Background: an optimization exercise with open tools, aiming at small area, a short achievable clock period and few clock cycles. Do not read the settings as production practice. RTL that was checked went through simulation tests only; none was proved equivalent to the original. No functional check of the RTL was part of run 1. Power and IR drop assume default switching activity.

### flow/config.mk
export PLATFORM = sky130hd
export DESIGN_NAME = page_codec
export DESIGN_NICKNAME = page_codec
export VERILOG_FILES = /design/flow/design.v
export SDC_FILE = /design/flow/constraint.sdc
export NUM_CORES = 4
export LEC_CHECK = 0
export ABC_CLOCK_PERIOD_IN_PS = 3000
export CAP_MARGIN = 20
export CORE_MARGIN = 2
export CORE_UTILIZATION = 40
export PLACE_DENSITY = 0.85
export SLEW_MARGIN = 20
### flow/constraint.sdc
create_clock -name core_clock -period 10.0 [get_ports {clk}]
set_input_delay 2.0000 -clock core_clock [delete_from_list [all_inputs] [get_ports {clk}]]
set_output_delay 2.0000 -clock core_clock [all_outputs]
set_load 0.01 [all_outputs]
### flow/design.v
module light_dec (
    input  wire [23:0] stored,
    output reg  [17:0] data,
    output reg  [2:0]  status
);
    localparam [2:0] ST_OK     = 3'd0;   
    localparam [2:0] ST_CHECK  = 3'd1;   
    localparam [2:0] ST_DATA   = 3'd2;   
    localparam [2:0] ST_POISON = 3'd3;   
    localparam [2:0] ST_UNCORR = 3'd4;   
    localparam [17:0] M0 = 18'h003FF;
    localparam [17:0] M1 = 18'h0FC0F;
    localparam [17:0] M2 = 18'h31C71;
    localparam [17:0] M3 = 18'h36592;
    localparam [17:0] M4 = 18'h1AAA4;
    localparam [17:0] M5 = 18'h2D348;
    wire [17:0] d = stored[17:0];
    wire [5:0]  recomputed = {^(d & M5), ^(d & M4), ^(d & M3),
                              ^(d & M2), ^(d & M1), ^(d & M0)};
    wire [5:0]  syn = stored[23:18] ^ recomputed;
    function [5:0] column(input integer bit_i);
        column = {M5[bit_i], M4[bit_i], M3[bit_i], M2[bit_i], M1[bit_i], M0[bit_i]};
    endfunction
    integer i;
    reg     hit;
    always @(*) begin
        data   = d;
        status = ST_UNCORR;
        hit    = 1'b0;
        if (syn == 6'd0) begin
            status = ST_OK;
        end else if (syn == 6'b000011) begin
            status = ST_POISON;
        end else if (syn == 6'b000001 || syn == 6'b000010 || syn == 6'b000100 ||
                     syn == 6'b001000 || syn == 6'b010000 || syn == 6'b100000) begin
            status = ST_CHECK;
        end else begin
            for (i = 0; i < 18; i = i + 1) begin
                if (syn == column(i)) begin
                    data[i] = ~d[i];
                    hit     = 1'b1;
                end
            end
            if (hit)
                status = ST_DATA;
        end
    end
endmodule
module page_codec (
    input  wire         clk,
    input  wire         rst,         
    input  wire         in_valid,
    output wire         in_ready,
    input  wire [23:0]  in_word,
    output reg          w_valid,
    output reg  [17:0]  w_data,
    output reg  [2:0]   w_status,
    output reg          pg_done,
    output wire [287:0] pg_check,    
    output wire [287:0] pg_syn,      
    output wire         pg_nz,       
    output wire [7:0]   pg_uncorr    
);
    localparam NCHK = 32;
    function [8:0] gf_mul(input [8:0] a, input [8:0] b);
        integer k;
        reg [8:0] acc, sh;
        begin
            acc = 9'd0;
            sh  = a;
            for (k = 0; k < 9; k = k + 1) begin
                if (b[k])
                    acc = acc ^ sh;
                sh = {sh[7:0], 1'b0} ^ (sh[8] ? 9'h011 : 9'h000);
            end
            gf_mul = acc;
        end
    endfunction
    function [8:0] gen_coef(input integer i);
        case (i)
             1: gen_coef = 9'h197;  2: gen_coef = 9'h02D;  3: gen_coef = 9'h008;  4: gen_coef = 9'h186;
             5: gen_coef = 9'h0DB;  6: gen_coef = 9'h1B0;  7: gen_coef = 9'h085;  8: gen_coef = 9'h143;
             9: gen_coef = 9'h19E; 10: gen_coef = 9'h1E8; 11: gen_coef = 9'h067; 12: gen_coef = 9'h0A8;
            13: gen_coef = 9'h03D; 14: gen_coef = 9'h1BD; 15: gen_coef = 9'h063; 16: gen_coef = 9'h193;
            17: gen_coef = 9'h0BA; 18: gen_coef = 9'h01C; 19: gen_coef = 9'h130; 20: gen_coef = 9'h1C9;
            21: gen_coef = 9'h1C6; 22: gen_coef = 9'h146; 23: gen_coef = 9'h09A; 24: gen_coef = 9'h036;
            25: gen_coef = 9'h1C4; 26: gen_coef = 9'h0DF; 27: gen_coef = 9'h179; 28: gen_coef = 9'h0A7;
            29: gen_coef = 9'h05E; 30: gen_coef = 9'h04B; 31: gen_coef = 9'h0BC; 32: gen_coef = 9'h04E;
            default: gen_coef = 9'h000;
        endcase
    endfunction
    function [8:0] alpha_pow(input integer j);
        integer k;
        reg [8:0] a;
        begin
            a = 9'h001;
            for (k = 0; k < j; k = k + 1)
                a = {a[7:0], 1'b0} ^ (a[8] ? 9'h011 : 9'h000);
            alpha_pow = a;
        end
    endfunction
    assign in_ready = 1'b1;
    reg  [23:0] in_r;
    reg         in_v;
    reg  [7:0]  in_idx;                    
    always @(posedge clk) begin
        in_r <= in_word;
        if (rst) begin
            in_v   <= 1'b0;
            in_idx <= 8'd0;
        end else begin
            in_v <= in_valid;
            if (in_v)
                in_idx <= (in_idx == 8'd239) ? 8'd0 : in_idx + 8'd1;
        end
    end
    wire [17:0] dec_data;
    wire [2:0]  dec_status;
    light_dec u_dec (.stored(in_r), .data(dec_data), .status(dec_status));
    reg first_word, last_word, data_word;   
    reg chk_first;                          
    reg fb_rem;                             
    reg [8:0] fb_pre_lo;                    
    reg [8:0] fb_pre;                       
    always @(posedge clk) begin
        w_data     <= dec_data;
        w_status   <= dec_status;
        fb_pre_lo  <= (in_idx < 8'd224) ? dec_data[8:0] : 9'd0;
        fb_pre     <= (in_idx < 8'd224) ? (dec_data[17:9] ^ gf_mul(dec_data[8:0], gen_coef(1))) : 9'd0;
        fb_rem     <= (in_idx != 8'd0) && (in_idx < 8'd224);
        chk_first  <= (in_idx == 8'd224);
        first_word <= (in_idx == 8'd0);
        last_word  <= (in_idx == 8'd239);
        data_word  <= (in_idx < 8'd224);
        if (rst)
            w_valid <= 1'b0;
        else
            w_valid <= in_v;
    end
    wire       accept = w_valid;
    wire [8:0] sym_lo = w_data[8:0];       
    wire [8:0] sym_hi = w_data[17:9];      
    reg  [8:0] rem     [0:NCHK-1];
    reg  [8:0] rem0g;                       
    reg  [8:0] fbq_lo, fbq_hi;              
    wire [8:0] rem_nxt [0:NCHK-1];
    wire [8:0] rem_full [2:NCHK+1];         
    wire [8:0] fb_lo = fb_pre_lo ^ (fb_rem ? rem[0] : 9'd0);
    wire [8:0] fb_hi = fb_pre    ^ (fb_rem ? (rem[1] ^ rem0g) : 9'd0);
    genvar gi;
    generate
        for (gi = 2; gi < NCHK; gi = gi + 1) begin : g_full
            if (gi < NCHK - 1) begin : g_two
                assign rem_full[gi] = rem[gi] ^ gf_mul(fbq_lo, gen_coef(gi + 2)) ^
                                                gf_mul(fbq_hi, gen_coef(gi + 1));
            end else begin : g_one
                assign rem_full[gi] = rem[gi] ^ gf_mul(fbq_hi, gen_coef(gi + 1));
            end
        end
        assign rem_full[NCHK]     = 9'd0;
        assign rem_full[NCHK + 1] = 9'd0;
        wire [8:0] full2 = first_word ? 9'd0 : rem_full[2];
        wire [8:0] full3 = first_word ? 9'd0 : rem_full[3];
        assign rem_nxt[0] = full2 ^ gf_mul(fb_lo, gen_coef(2)) ^ gf_mul(fb_hi, gen_coef(1));
        assign rem_nxt[1] = full3 ^ gf_mul(fb_lo, gen_coef(3)) ^ gf_mul(fb_hi, gen_coef(2));
        wire [8:0] full2g = first_word ? 9'd0 :
                            (gf_mul(rem[2], gen_coef(1)) ^
                             gf_mul(fbq_lo, gf_mul(gen_coef(4), gen_coef(1))) ^
                             gf_mul(fbq_hi, gf_mul(gen_coef(3), gen_coef(1))));
        wire [8:0] rem0g_nxt = full2g ^
                               gf_mul(fb_lo, gf_mul(gen_coef(2), gen_coef(1))) ^
                               gf_mul(fb_hi, gf_mul(gen_coef(1), gen_coef(1)));
        for (gi = 2; gi < NCHK; gi = gi + 1) begin : g_lag
            if (gi < NCHK - 2) begin : g_shift
                assign rem_nxt[gi] = first_word ? 9'd0 : rem_full[gi + 2];
            end else begin : g_wrap
                assign rem_nxt[gi] = data_word ? 9'd0 : rem[gi - (NCHK - 2)];
            end
        end
        always @(posedge clk) begin
            if (accept) begin
                rem0g  <= rem0g_nxt;
                fbq_lo <= fb_lo;
                fbq_hi <= fb_hi;
            end
        end
        for (gi = 0; gi < NCHK; gi = gi + 1) begin : g_enc
            always @(posedge clk) begin
                if (accept)
                    rem[gi] <= rem_nxt[gi];
            end
        end
        for (gi = 0; gi < NCHK / 2; gi = gi + 1) begin : g_chk_out
            assign pg_check[18*gi +: 18] = {rem[2*gi + 1], rem[2*gi]};
        end
    endgenerate
    reg  nz_acc;
    wire chk_diff = |{rem[1] ^ sym_hi, rem[0] ^ sym_lo};
    always @(posedge clk) begin
        if (accept && !data_word)
            nz_acc <= (chk_first ? 1'b0 : nz_acc) | chk_diff;
    end
    assign pg_nz = nz_acc;
    reg  [8:0] syn [0:NCHK-1];
    generate
        for (gi = 0; gi < NCHK; gi = gi + 1) begin : g_syn
            wire [8:0] s_mul = first_word ? 9'd0 : gf_mul(syn[gi], alpha_pow(2 * gi));
            wire [8:0] s_nxt = s_mul ^ gf_mul(sym_lo, alpha_pow(gi)) ^ sym_hi;
            always @(posedge clk) begin
                if (accept)
                    syn[gi] <= s_nxt;
            end
            assign pg_syn[9*gi +: 9] = syn[gi];
        end
    endgenerate
    reg  [7:0] uncorr_cnt;
    wire       is_uncorr = (w_status == 3'd4);
    always @(posedge clk) begin
        if (accept) begin
            uncorr_cnt <= (first_word ? 8'd0 : uncorr_cnt) + {7'd0, is_uncorr};
        end
        if (rst)
            pg_done <= 1'b0;
        else
            pg_done <= accept && last_word;
    end
    assign pg_uncorr = uncorr_cnt;
endmodule
### flow/flow/run.sh
#!/bin/bash
# Standard ORFS layout, with every port buffered by a small, fast buffer
# (sky130_fd_sc_hd__buf_1) instead of the resizer's default choice, and a
# clock tree with fewer levels.
set -euo pipefail
export BUFFER_PORTS_ARGS="-buffer_cell sky130_fd_sc_hd__buf_1"
export SETUP_SLACK_MARGIN=6.5
export CTS_ARGS="-sink_clustering_enable -repair_clock_nets -sink_clustering_size 20 -sink_clustering_max_diameter 100"
bash standard.sh > standard_flow.log 2>&1
### flow/standard.sh
#!/bin/bash
# synth_recipe.tcl (not shown) runs the flow's synth.tcl, then flattens the netlist and writes it again
# the make line also repeats each setting of config.mk as NAME=value (left out here)
make -C /OpenROAD-flow-scripts/flow DESIGN_CONFIG=/design/flow/config.mk WORK_HOME=/design/flow/orfs CLKGATE_MAP_FILE= SYNTH_SCRIPT=/design/flow/synth_recipe.tcl "${@:-finish}"
==> results list, run 1 <==
- Type of element capturing the critical path: register
- Total power density per cell area: 294 nW/um^2
- Syn Inst Count: 4277
* Ratio of final minimum period to clock period: 36.3%
- STA puts the critical path data arrival time at 4.02 ns.
* Prevailing post-synth register cell: sky130_fd_sc_hd__edfxtp_1
- Compound-Gate Fraction of Synth Area: 0.958%
- Post-route DRC: 0
- The via count of the first global-routing pass came to 34200.
- Subtracting the final worst setup slack from the clock period gives 3.63 ns.
- Setup clock skew after layout: roughly 0.080 ns
- Number of input and output port buffers inserted: 634
* Worst rel slew slack: 11.5%
- The worst-case IR drop observed on VDD is 0.227 mV.
- Io pins: 636
* Area share of xor/xnor cells in the synthesized design: about half
* Overall power: 16100 uW
- For the worst setup path, the data required time is slightly above 10 ns.
* Share of the yosys chip area belonging to registers: 42.2%
* Horizontal die dimension: approximately 350 microns
- In the final routed layout, each cell accounts on average for 29.6 microns.
- CTS placed an instance of sky130_fd_sc_hd__clkbuf_16 at the clock tree root.
- DRT Wirelength: around 190000 microns
* Commonest cells after routing, fill and taps aside: 1873 x sky130_fd_sc_hd__xnor2_1, 612 x sky130_fd_sc_hd__edfxtp_1, 607 x sky130_fd_sc_hd__buf_1
* Mean instance size in the synthesized netlist: 11.1 sq um
* Post-synth EDFFs: between 600 and 700
* Number of nets in the layout: 4999
* Synth async-reset ratio: 0%
- Number of clock sinks: ~690
- The first global-routing pass estimated 264000 microns of wire.
* Gp weighted congestion: ~1.1
* Number of warning messages in the yosys log: 4
- In the routed layout, each cell is associated on average with a via count of approximately 5.5.
- Cell variety after synth: 60
- Layout cell share with drive strength beyond 1: 8.09%
- After synthesis the cells add up to 47300 sq um.
- Synthesized-area fraction occupied by and/or/nand/nor cells: 6.65%
- Max-slew violation total from the final report: 0
* Clock latency of the later-clocked register in the worst-skew pair: 0.70 ns
- After clock tree synthesis, the flow added hold-fix buffers numbering 0.
- Setup violations remaining at the end of the flow were counted as 0.
- Post-route antenna net violation count: 0
- In this run the standard cell core region covers 118000 sq um.
- For this block, the via count after detailed routing is approximately 36000.
- Setup total negative slack on the finished layout was measured at 0 ns.
- CTS Buf Count: 45
* Type of the worst setup path: reg2reg
* Multiplexer share of the synthesized area: less than 1%
* Kind of path behind the tightest hold check: reg2reg
* Fmax: 276 MHz
* Overflow after GRT: 0
- Leaving out fill and tap cells, the most frequent cell in the layout is sky130_fd_sc_hd__xnor2_1.
* Router iterations before antenna repair: 6
- Cell leakage power: between 0.015 and 0.02 uW
- From synthesis to final layout, the design area changed by 15.6%.
- Summed over all nets, the half-perimeter wirelength after detailed placement is around 140000 microns.
- First DRT Iteration DRCs: 5339
- Cells fill between 40% and 50% of the core in the end.
- Largest buffer count on any clock path: 3
- TritonCTS built the clock tree.
- Result of the run: timing/DRC/antenna clean
- Net count after synthesis: 4308
* Number of flip-flops and latches in the synthesized netlist: 691
- Measured along the y axis, the die boundary spans 348 microns.
- WHS: 0.467 ns
- Die Outline Area: 121000 sq um
* Number of core rows: 126
- Tightest Pin Transition: 1.32 ns
- Initial core utilization: 40.2%
- The H-tree generated during clock tree synthesis spans 2 levels.
* Clock-pin slew on the worst setup and hold paths: 0.09 ns
* Type of element launching the critical path: register
- Post-synthesis share of cell area spent on full adders, half adders and majority gates: 0.106%
- Total GRT Usage: between 30% and 40%
* Hold Fails Final Rpt: 0
- CP max FO: 15
- The initial antenna violation count is 6.
* Pin count of the biggest net entering global routing: 196
* Main combinational cell family by area after synthesis: XOR/XNOR gates
- Setup repair after global routing left no endpoint under its margin.
- Across the run, the number of max-cap violations was 0.
per-layer routing:
| metal | part of all wire, % | global-route usage [%] | vias to the layer above |
|---|---|---|---|
| li1 | - | - | 14900 |
| met1 | 34 | 37.2 | 17300 |
| met2 | 45 | 48.5 | 2779 |
| met3 | 14 | 9.89 | 632 |
| met5 | 0.032 | 0 | - |
| met4 | 7.2 | 18.0 | 6 |
layout make-up:
cell class / count / area, sq um
flip-flops and latches: 691 / 20000
clock inverters: 14 / 191
inverters: 32 / 120
repair buffers: 824 / 4030
multi-input cells: 3374 / 27200
fillers: 10700 / 62900
diodes: 4 / 10.0
well taps: 1536 / 1920
clock buffers: 59 / 1200
synth_stat cells (all sizes together) (6+ instances only):
master / n / area, sq um
xnor2: 1916 / 16800
xor2: 622 / 5480
edfxtp: 612 / 18400
nor2: 576 / 2170
clkbuf: 129 / 484
dfxtp: 79 / 1580
buf: 52 / 225
nor2b: 52 / 325
nand2: 37 / 139
inv: 31 / 116
xnor3: 18 / 409
nand2b: 16 / 103
nor3: 13 / 65.1
o211ai: 13 / 97.6
nor4: 11 / 75.1
o31ai: 9 / 67.6
a211oi: 8 / 65.1
nand4: 7 / 43.8
a21oi: 6 / 37.5
nand3: 6 / 30.0
o21ai: 6 / 30.0
o31a: 6 / 53.8
or4: 6 / 48.8
cell families (layout without fill, tap and decap cells):
group	after synthesis	count (layout)
fa+ha+maj	4	4
simple gates	745	745
buf+inv	213	929
compound gates	60	60
mux	4	4
xor+xnor	2559	2560
other cells	1	5
flops	691	691
critical path, stage by stage (launching register included):
cell	delay (ns)
sky130_fd_sc_hd__edfxtp_1	0.33
sky130_fd_sc_hd__buf_4	0.47
sky130_fd_sc_hd__xnor2_2	0.12
sky130_fd_sc_hd__buf_4	0.25
sky130_fd_sc_hd__xnor2_4	0.60
sky130_fd_sc_hd__xor2_1	0.87
sky130_fd_sc_hd__xnor2_1	0.22
sky130_fd_sc_hd__nor2_1	0.17
sky130_fd_sc_hd__xnor2_1	0.11
sky130_fd_sc_hd__xnor2_1	0.13
report_power, final:
part	total [uW]	switching (uW)	internal, uW
logic	9720	5590	4130
clock network	2030	1130	903
registers	4310	376	3940
timing repair:
action	CTS	global route
pin swaps	4	5
setup endpoints to repair	275	49
endpoints found under the hold margin	0	0
gates resized for setup	65	46
setup buffers	47	20
cloned	0	1
state kept, by name, summed over array words and instances, names as in the netlist:
register,count
rem,288
syn,288
in_r,24
w_data,18
fb_pre,9
fb_pre_lo,9
fbq_hi,9
fbq_lo,9
rem0g,9
in_idx,8
uncorr_cnt,8
w_status,3
chk_first,1
data_word,1
fb_rem,1
first_word,1
in_v,1
last_word,1
nz_acc,1
pg_done,1
w_valid,1
path summary, 6_finish.rpt:
kind,from,end,slack (ns),cells past startpoint
hold reg to reg,in_idx[7]$_SDFFE_PP0P_,first_word$_DFF_P_,0.47,1
setup reg to reg,fbq_lo[5]$_DFFE_PP_,rem0g[7]$_DFFE_PP_,6.37,9
setup / recovery,fbq_lo[5]$_DFFE_PP_,rem0g[7]$_DFFE_PP_,6.37,9
hold / removal,in_idx[7]$_SDFFE_PP0P_,first_word$_DFF_P_,0.47,1
stage by stage:
step	worst slack (ns)	area [sq um]	std cells
floorplan	3.65	47300	4277
global placement	5.68	52200	6389
detailed placement	5.62	52200	6389
CTS	6.49	54300	6509
global route	6.48	54700	6530
finish	6.37	54700	6534
==> inputs of run 2 (changes only) <==
--- a/flow/design.v
+++ b/flow/design.v
@@ -165,7 +165,3 @@
         assign rem_nxt[1] = full3 ^ gf_mul(fb_lo, gen_coef(3)) ^ gf_mul(fb_hi, gen_coef(2));
-        wire [8:0] full2g = first_word ? 9'd0 :
-                            (gf_mul(rem[2], gen_coef(1)) ^
-                             gf_mul(fbq_lo, gf_mul(gen_coef(4), gen_coef(1))) ^
-                             gf_mul(fbq_hi, gf_mul(gen_coef(3), gen_coef(1))));
-        wire [8:0] rem0g_nxt = full2g ^
+        wire [8:0] rem0g_nxt = gf_mul(full2, gen_coef(1)) ^
                                gf_mul(fb_lo, gf_mul(gen_coef(2), gen_coef(1))) ^
==> flow/flow/run.sh (replaced) <==
#!/bin/bash
# Standard ORFS layout, with every port buffered by a small, fast buffer
# (sky130_fd_sc_hd__buf_2) instead of the resizer's default choice.
set -euo pipefail
export BUFFER_PORTS_ARGS="-buffer_cell sky130_fd_sc_hd__buf_2"
export SETUP_SLACK_MARGIN=6.6
bash standard.sh > standard_flow.log 2>&1
==> results list, run 2 <==
- The number of buffers added on ports is 634 (unchanged).
- The deepest clock path buffer count was 3 (unchanged).
* Startpoint of the worst hold path: last_word$_DFF_P_
- Top cell types by occurrence after synthesis: 1862 x sky130_fd_sc_hd__xnor2_1, 645 x sky130_fd_sc_hd__xor2_1, 612 x sky130_fd_sc_hd__edfxtp_1
- Ranked by total cell area, the synthesized netlist is headed by sky130_fd_sc_hd__edfxtp_1 39%, sky130_fd_sc_hd__xnor2_1 35%, sky130_fd_sc_hd__xor2_1 12%, sky130_fd_sc_hd__nor2_1 4.5%, sky130_fd_sc_hd__dfxtp_1 3.4%.
* Number of clock sinks: 691 (unchanged)
* Routed length per placed instance: 29.0 microns (-1.9%)
- The largest net degree at the start of global routing was 168 (-14%).
* Number of warning messages in the yosys log: 4 (unchanged)
- The highest achievable clock rate was 287 MHz (+4.2%).
- The maximum vdd ir drop came to 0.250 mV (+9.8%).
- The die span in y is 346 microns (-0.44%).
- STA classifies the critical path startpoint as a register.
- Synth async-reset ratio: 0% (unchanged)
- First DRT Iteration DRCs: 4895 (-8.3%)
- Most frequent cell after synthesis: sky130_fd_sc_hd__xnor2_1
- Most common cell type on the critical path: sky130_fd_sc_hd__xnor2_1
* Core area: 116000 sq um (-1.2%)
- Final critical-path required period: 3.48 ns (-0.146 ns)
- The transition at the pin with the smallest max-transition slack came to 1.27 ns (-0.0572 ns).
- Gp weighted congestion: 1.06 (-0.54%)
* CTS Buf Count: 82 (+82%)
- The global-route wire length before repair is 265000 microns (+0.26%).
- In the layout the commonest cells are 1828 x sky130_fd_sc_hd__xnor2_1, 620 x sky130_fd_sc_hd__xor2_1, 613 x sky130_fd_sc_hd__buf_2.
- The worst clock skew is 0.0334 ns (-0.0465 ns).
- The gate count after technology mapping is 4196 (-1.9%).
* Share of the yosys chip area belonging to registers: 42.6% (+0.37 points)
- The proportion of netlist area held by the largest area contributor is 39.2% (+0.34 points).
- Hold Fails Final Rpt: 0 (unchanged)
- Worst rel slew slack: 15.0% (+3.5 points)
* Overflow after GRT: 0 (unchanged)
- The worst setup path is captured at a register.
- RSZ-0062 raised after global routing: true
- The count of max-cap constraint violations was 0 (unchanged).
* Mean instance size in the synthesized netlist: 11.2 sq um (+1.0%)
- Number of core rows: 125 (-0.79%)
- Accumulated negative setup slack: 0 ns (unchanged)
* Router iterations before antenna repair: 7 (+1)
* Total power density per cell area: 312 nW/um^2 (+6.1%)
- The final worst hold slack is 0.523 ns (+0.0559 ns).
- Type of the worst setup path: reg2reg
- The worst slack at placement was 5.92 ns (+0.304 ns).
- Clock-pin slew on the worst setup and hold paths: 0.07 ns (-0.02 ns)
- Overall power: 18100 uW (+13%)
* Cell variety after synth: 47 (-22%)
- The post-detailed-placement half-perimeter wirelength was 139000 microns (-1.5%).
- Net count after synthesis: 4227 (-1.9%)
- Number of global-route vias before repair: 34200 (+0.058%)
- The worst register-to-register path begins at fbq_lo[5]$_DFFE_PP_.
- The total wire length after detailed routing came to 195000 microns (+0.81%).
- Compared with the post-synthesis result, the final layout area differs by 24.1%.
- Initial core utilization: 40.3% (+0.13 points)
* Source of the critical timing path: fbq_lo[5]$_DFFE_PP_
- The peak fanout along the critical path was 15 (unchanged).
- The minimum setup slack in the final design was 6.52 ns (+0.146 ns).
* Clock latency of the later-clocked register in the worst-skew pair: 0.69 ns (about the same)
- Required time at the worst-slack endpoint: 10.40 ns (about the same)
- Critical-path top delay cell: sky130_fd_sc_hd__xnor2_1
* Worst EP arrival: 3.88 ns (-0.14 ns)
- The total global routing track utilization is 31.2% (+0.34 points).
* TritonCTS clock tree: yes
- Leaving out fill and tap cells, the most frequent cell in the layout is sky130_fd_sc_hd__xnor2_1.
- The final cycle utilization of the critical path was 34.8% (-1.5 points).
- Io pins: 636 (unchanged)
- In the synthesized netlist the dominant register cell turns out to be sky130_fd_sc_hd__edfxtp_1.
* Die Outline Area: 120000 sq um (-0.87%)
* Delay of the slowest cell on the worst path: 0.92 ns (+0.05 ns)
- CTS H-Tree Depth: 3 (+1)
- The post-synthesis sequential element count was 691 (unchanged).
* Cells along the critical path: buf_4 -> xor2_1 -> buf_4 -> xnor2_1 -> xor2_1 -> xnor2_1 -> xnor2_1 -> nor2_1
- The number of DRC violations after detailed routing came to 0 (unchanged).
- The static leakage is 0.0211 uW (+20%).
- Horizontal die dimension: 346 microns (-0.44%)
- The run finished with no timing, DRC or antenna violations.
- The number of nets at the end of the flow is 5157 (+3.2%).
- The number of pins with negative max-slew slack in the final report came to 0 (unchanged).
* Biggest registers after layout: rem: 288 flops, syn: 288 flops, in_r: 24 flops
- The min-delay analysis places its worst path in the category reg2reg.
- Clock tree synthesis selected as its root buffer the cell sky130_fd_sc_hd__clkbuf_16.
- Top cell type by total area after synthesis: sky130_fd_sc_hd__edfxtp_1
- The share of cells above drive strength 1 is 24.6% (+17 points).
- The number of synthesized flops with an enable pin was 612 (unchanged).
- The routed via count was 35900 (+0.60%).
* Post-route antenna net violation count: 0 (unchanged)
- The final setup violation count is 0 (unchanged).
- The via density per instance was 5.34 (-2.1%).
- Number of antenna violations at the first check in global routing: 5 (-1)
- The synthesized area is 46900 sq um (-0.88%).
- Number of buffers inserted for hold repair after clock tree synthesis: 0 (unchanged)
run 2: metrics by stage:
| stage | util (%) | std cells | instance area (sq um) |
|---|---|---|---|
| after floorplan | - | 4196 | 46900 |
| after global placement | 45.2 | 6304 | 52500 |
| after detailed placement | 45.2 | 6304 | 52500 |
| after CTS | 49.3 | 6629 | 57300 |
| after global routing | 50.0 | 6714 | 58100 |
| final | 50.0 | 6716 | 58100 |
run 2: worst max-delay path, delay by kind of cell (launching register included):
kind,cells,cell delay (ns)
buf+inv,2,0.70
xor+xnor,5,2.14
simple gates,1,0.07
flops,1,0.32
run 2: final timing paths:
check,to,slack [ns],cells after the start
min reg2reg,pg_done$_SDFF_PP0_,0.52,1
max reg2reg,rem[5][4]$_SDFFCE_PP0P_,6.52,8
min,pg_done$_SDFF_PP0_,0.52,1
max,rem[5][4]$_SDFFCE_PP0P_,6.52,8
run 2: logic make-up after synthesis:
kind of cell	share of synthesized area [%]
mux	0.0881
fa+ha+maj	0.107
xor+xnor	48.8
buf+inv	1.71
compound gates	0.312
flops	42.6
other cells	0.00800
simple gates	6.42
run 2: layer usage:
layer | GRT usage (%) | up-vias | share of wire [%]
met5 | 0 | - | 0
met4 | 18.6 | 0 | 7.4
met3 | 7.42 | 560 | 12
met2 | 47.0 | 2617 | 43
met1 | 40.8 | 17600 | 38
li1 | - | 15100 | -
run 2: what timing repair did:
item / 4_1_cts / 5_1_grt
cloned: 2 / 0
pin swaps: 4 / 7
setup buffers: 175 / 85
endpoints found under the setup margin: 311 / 159
gates resized for setup: 80 / 37
endpoints found under the hold margin: 0 / 0
run 2: layout make-up:
class / instances / area (sq um)
Antenna cell: 2 / 5.00
Clock buffer: 98 / 2240
Clock inverter: 50 / 721
Fill cell: 10200 / 58100
Inverter: 32 / 120
Multi-Input combinational cell: 3302 / 26800
Sequential cell: 691 / 20000
Tap cell: 1524 / 1910
Timing Repair Buffer: 1017 / 6370
run 2: report_power, final:
part | internal (uW) | switching [uW] | leakage (uW)
Combinational | 4590 | 5820 | 0.0132
Sequential | 4000 | 362 | 0.00639
Clock | 1980 | 1370 | 0.00143
Total | 10600 | 7560 | 0.0211
Testbench counts of run 2, summed over its fixed seeds: cycles 30,744.

## re-timing with driven ports
The results above use ideal ports. As a check the final layouts listed here were re-extracted and re-timed, cells and wires unchanged. Step 1, drivers: a clkbuf_16 drives clk and a buf_2 each remaining input, both assumed. Step 2 times the ports against the registers' clock, not the clock port: input delays grow and output delays shrink by t, the midpoint of the rising clock arrivals with the driver on. Three values: ideal ports, drivers, drivers and shift; two values: the first two.
run | t, ns | setup WS [ns] | latest minus earliest clock arrival (ns)
run 1 | 0.718 | 6.374 / 6.374 / 6.374 | 0.083 / 0.083
run 2 | 0.752 | 6.521 / 6.472 / 6.521 | 0.034 / 0.034
After both steps setup and hold are still met in every run listed.
